Source: an optimization exercise on an open RTL-to-GDS flow (aim: small area and few clock cycles per item). Production flows keep margins and buffers that such runs may drop.
Where RTL was checked, it was by simulation tests only, not by an equivalence proof against the original.

==> module lens_recip, before the edit <==
module lens_recip (
    input  wire        clk,
    input  wire        rst,
    input  wire        start,
    input  wire [31:0] d,
    output wire        ready,
    output reg         done,
    output wire [31:0] q
);
    localparam K  = 3;
    localparam N  = (16 + K - 1) / K;      
    localparam CW = (N > 8) ? 4 : (N > 4) ? 3 : (N > 2) ? 2 : 1;
    localparam W  = 35;                    
    reg          busy;
    reg [CW-1:0] cnt;
    reg [30:0]   div;                      
    reg [2:0]    sh;                       
    reg [W-1:0]  rs, rc;                   
    reg [31:0]   qq;                       
    function [CW-1:0] ncyc;                
        input [2:0] sv;
        ncyc = (26 + sv + 2 * K - 1) / (2 * K) - 1;
    endfunction
    function [5:0] rpos;
        input [2:0] sv;
        rpos = 56 + sv - 2 * K * ((26 + sv + 2 * K - 1) / (2 * K));
    endfunction
    wire last  = (cnt == ncyc(sh));
    wire first = (cnt == 0);
    assign ready = ~busy | last;
    wire take = start & ready;
    wire [2:0] s_in = d[31] ? 3'd0 : d[30] ? 3'd1 : d[29] ? 3'd2 :
                      d[28] ? 3'd3 : d[27] ? 3'd4 : d[26] ? 3'd5 : 3'd6;
    wire [31:0] dn_in = d << s_in;
    reg [31:0] qm1;
    reg        bz;
    integer j;
    always @* begin
        bz = 1'b1;
        for (j = 0; j < 32; j = j + 1) begin
            qm1[j] = qq[j] ^ bz;
            bz = bz & ~qq[j];
        end
    end
    wire [W-1:0] rfin = rs + rc;
    assign q = rfin[W-1] ? qm1 : qq;
    function [2:0] sel;                    
        input signed [6:0] y;
        input        [2:0] dt;
        reg signed [6:0] tm1, t0, t1, t2;
        begin
            case (dt)
                3'd0: begin tm1 = -13; t0 = -4; t1 = 4; t2 = 12; end
                3'd1: begin tm1 = -15; t0 = -6; t1 = 4; t2 = 14; end
                3'd2: begin tm1 = -16; t0 = -6; t1 = 4; t2 = 15; end
                3'd3: begin tm1 = -18; t0 = -6; t1 = 4; t2 = 16; end
                3'd4: begin tm1 = -20; t0 = -6; t1 = 6; t2 = 18; end
                3'd5: begin tm1 = -21; t0 = -6; t1 = 6; t2 = 20; end
                3'd6: begin tm1 = -22; t0 = -6; t1 = 6; t2 = 20; end
                default: begin tm1 = -24; t0 = -8; t1 = 6; t2 = 24; end
            endcase
            if (y < tm1)     sel = 3'b010;    
            else if (y < t0) sel = 3'b001;    
            else if (y < t1) sel = 3'b000;    
            else if (y < t2) sel = 3'b101;    
            else             sel = 3'b110;    
        end
    endfunction
    wire [W-1:0] dv = {3'b001, div};
    reg [W-1:0] s [0:K];
    reg [W-1:0] c [0:K];
    reg [2*K-1:0] vp, vm;                  
    reg [K-1:0]   nz;
    reg [W-1:0] o, x, s4, c4;
    reg [6:0]   y;
    reg [2:0]   g;
    integer i;
    always @* begin
        s[0] = first ? ({{(W-1){1'b0}}, 1'b1} << rpos(sh)) : rs;
        c[0] = first ? {W{1'b0}} : rc;
        for (i = 0; i < K; i = i + 1) begin
            s4 = {s[i][W-3:0], 2'b00};
            c4 = {c[i][W-3:0], 2'b00};
            y  = s4[W-1:W-7] + c4[W-1:W-7];
            g  = sel(y, div[30:28]);
            x  = g[1] ? {dv[W-2:0], 1'b0} : g[0] ? dv : {W{1'b0}};
            o  = g[2] ? ~x : x;
            s[i+1] = s4 ^ c4 ^ o;
            c[i+1] = {((s4[W-2:0] & c4[W-2:0]) | (s4[W-2:0] & o[W-2:0]) |
                       (c4[W-2:0] & o[W-2:0])), g[2]};
            vp[2*(K-1-i) +: 2] = g[2] ? g[1:0] : 2'b00;
            vm[2*(K-1-i) +: 2] = g[2] ? 2'b00 : g[1:0];
        end
    end
    reg vneg;
    integer m;
    always @* begin
        vneg = 1'b0;
        for (m = 0; m < K; m = m + 1)
            vneg = (vm[2*m +: 2] != 2'b00) | ((vp[2*m +: 2] == 2'b00) & vneg);
    end
    wire [2*K-1:0] vlo  = vp - vm;
    wire [31:0]    qsel = first ? {32{vneg}} : vneg ? qm1 : qq;
    wire [31:0]    qnx;
    generate
        if (2 * K < 32) begin : g_q
            assign qnx = {qsel[31-2*K:0], vlo};
        end else begin : g_q
            assign qnx = vlo[31:0];
        end
    endgenerate
    always @(posedge clk) begin
        rs <= s[K];
        rc <= c[K];
        qq <= qnx;
        if (take) begin
            div <= dn_in[30:0];
            sh  <= s_in;
        end
        if (rst) begin
            busy <= 1'b0;
            done <= 1'b0;
            cnt  <= 0;
        end else begin
            done <= busy & last;
            if (take) begin
                busy <= 1'b1;
                cnt  <= 0;
            end else if (busy) begin
                cnt  <= cnt + 1'b1;
                if (last) busy <= 1'b0;
            end
        end
    end
endmodule
clock: 10.0 ns
lec_check: 0
abc_area: 1
cap_margin: 20
core_margin: 2
core_utilization: 40
slew_margin: 20
run.sh (not shown) runs the stock make flow with config.mk's settings and CLKGATE_MAP_FILE= SYNTH_SCRIPT=/design/flow/synth_recipe.tcl, a recipe that flattens the netlist after the stock synthesis.
The starting point finished but failed the layout checks on negative setup slack.
Testbench counts at the start, summed over its fixed seeds: cycles 16,601, items 3,200.
Rerun with:
--- a/flow/design.v
+++ b/flow/design.v
@@ -6,28 +6,21 @@
     output wire        ready,
     output reg         done,
     output wire [31:0] q
 );
     localparam K  = 3;
-    localparam N  = (16 + K - 1) / K;      
-    localparam CW = (N > 8) ? 4 : (N > 4) ? 3 : (N > 2) ? 2 : 1;
+    localparam N  = (16 + K - 1) / K;
+    localparam E  = N * K - 16;           
+    localparam CW = (N > 1) ? $clog2(N) : 1;
     localparam W  = 35;                    
     reg          busy;
     reg [CW-1:0] cnt;
     reg [30:0]   div;                      
     reg [2:0]    sh;                       
     reg [W-1:0]  rs, rc;                   
     reg [31:0]   qq;                       
-    function [CW-1:0] ncyc;                
-        input [2:0] sv;
-        ncyc = (26 + sv + 2 * K - 1) / (2 * K) - 1;
-    endfunction
-    function [5:0] rpos;
-        input [2:0] sv;
-        rpos = 56 + sv - 2 * K * ((26 + sv + 2 * K - 1) / (2 * K));
-    endfunction
-    wire last  = (cnt == ncyc(sh));
+    wire last  = (cnt == N - 1);
     wire first = (cnt == 0);
     assign ready = ~busy | last;
     wire take = start & ready;
     wire [2:0] s_in = d[31] ? 3'd0 : d[30] ? 3'd1 : d[29] ? 3'd2 :
                       d[28] ? 3'd3 : d[27] ? 3'd4 : d[26] ? 3'd5 : 3'd6;
@@ -74,11 +67,11 @@
     reg [W-1:0] o, x, s4, c4;
     reg [6:0]   y;
     reg [2:0]   g;
     integer i;
     always @* begin
-        s[0] = first ? ({{(W-1){1'b0}}, 1'b1} << rpos(sh)) : rs;
+        s[0] = first ? ({{(W-1){1'b0}}, 1'b1} << (24 - 2 * E + sh)) : rs;
         c[0] = first ? {W{1'b0}} : rc;
         for (i = 0; i < K; i = i + 1) begin
             s4 = {s[i][W-3:0], 2'b00};
             c4 = {c[i][W-3:0], 2'b00};
             y  = s4[W-1:W-7] + c4[W-1:W-7];
@@ -98,11 +91,11 @@
         vneg = 1'b0;
         for (m = 0; m < K; m = m + 1)
             vneg = (vm[2*m +: 2] != 2'b00) | ((vp[2*m +: 2] == 2'b00) & vneg);
     end
     wire [2*K-1:0] vlo  = vp - vm;
-    wire [31:0]    qsel = first ? {32{vneg}} : vneg ? qm1 : qq;
+    wire [31:0]    qsel = vneg ? qm1 : qq;
     wire [31:0]    qnx;
     generate
         if (2 * K < 32) begin : g_q
             assign qnx = {qsel[31-2*K:0], vlo};
         end else begin : g_q
The changed run completed without violations.
Non-clock buffer count fell by 171.
Clock-buffer cell count rose by 1.
Routed wire length decreases by about a fifth.
Flip-flop and latch count stays the same.
Global-route usage came out lower by 3.4 points.
Die area fell by a few percent.
Utilization goes down by 5.4 points.
Clock skew rose by 0.0043 ns.
Setup slack gets better by 2.3 ns.
Register-to-register slack improved by 2.3 ns.
No functional check of the RTL was part of the second run of this note.

static timing again, ports no longer ideal:
The results above use ideal ports. As a check the final layouts listed here were re-extracted and re-timed, cells and wires unchanged. Step 1: set_driving_cell puts a clkbuf_16 on clk and a buf_2 on each other input, an assumption about the parent block. Step 2 moves the port delays by t, midway between the first and last clock arrival at a register: inputs arrive t later, outputs are due t later. That takes back most of the time a late clock gives input paths. a / b / c = no drivers / after step 1 / after step 2; a / b = the first two.
run | t, ns | setup WS [ns] | worst setup path at the end | latest minus earliest clock arrival (ns)
the first run | 0.492 | -1.889 / -1.889 / -1.889 | register to register | 0.015 / 0.015
the second run | 0.474 | 0.371 / 0.371 / 0.371 | register to register | 0.019 / 0.019
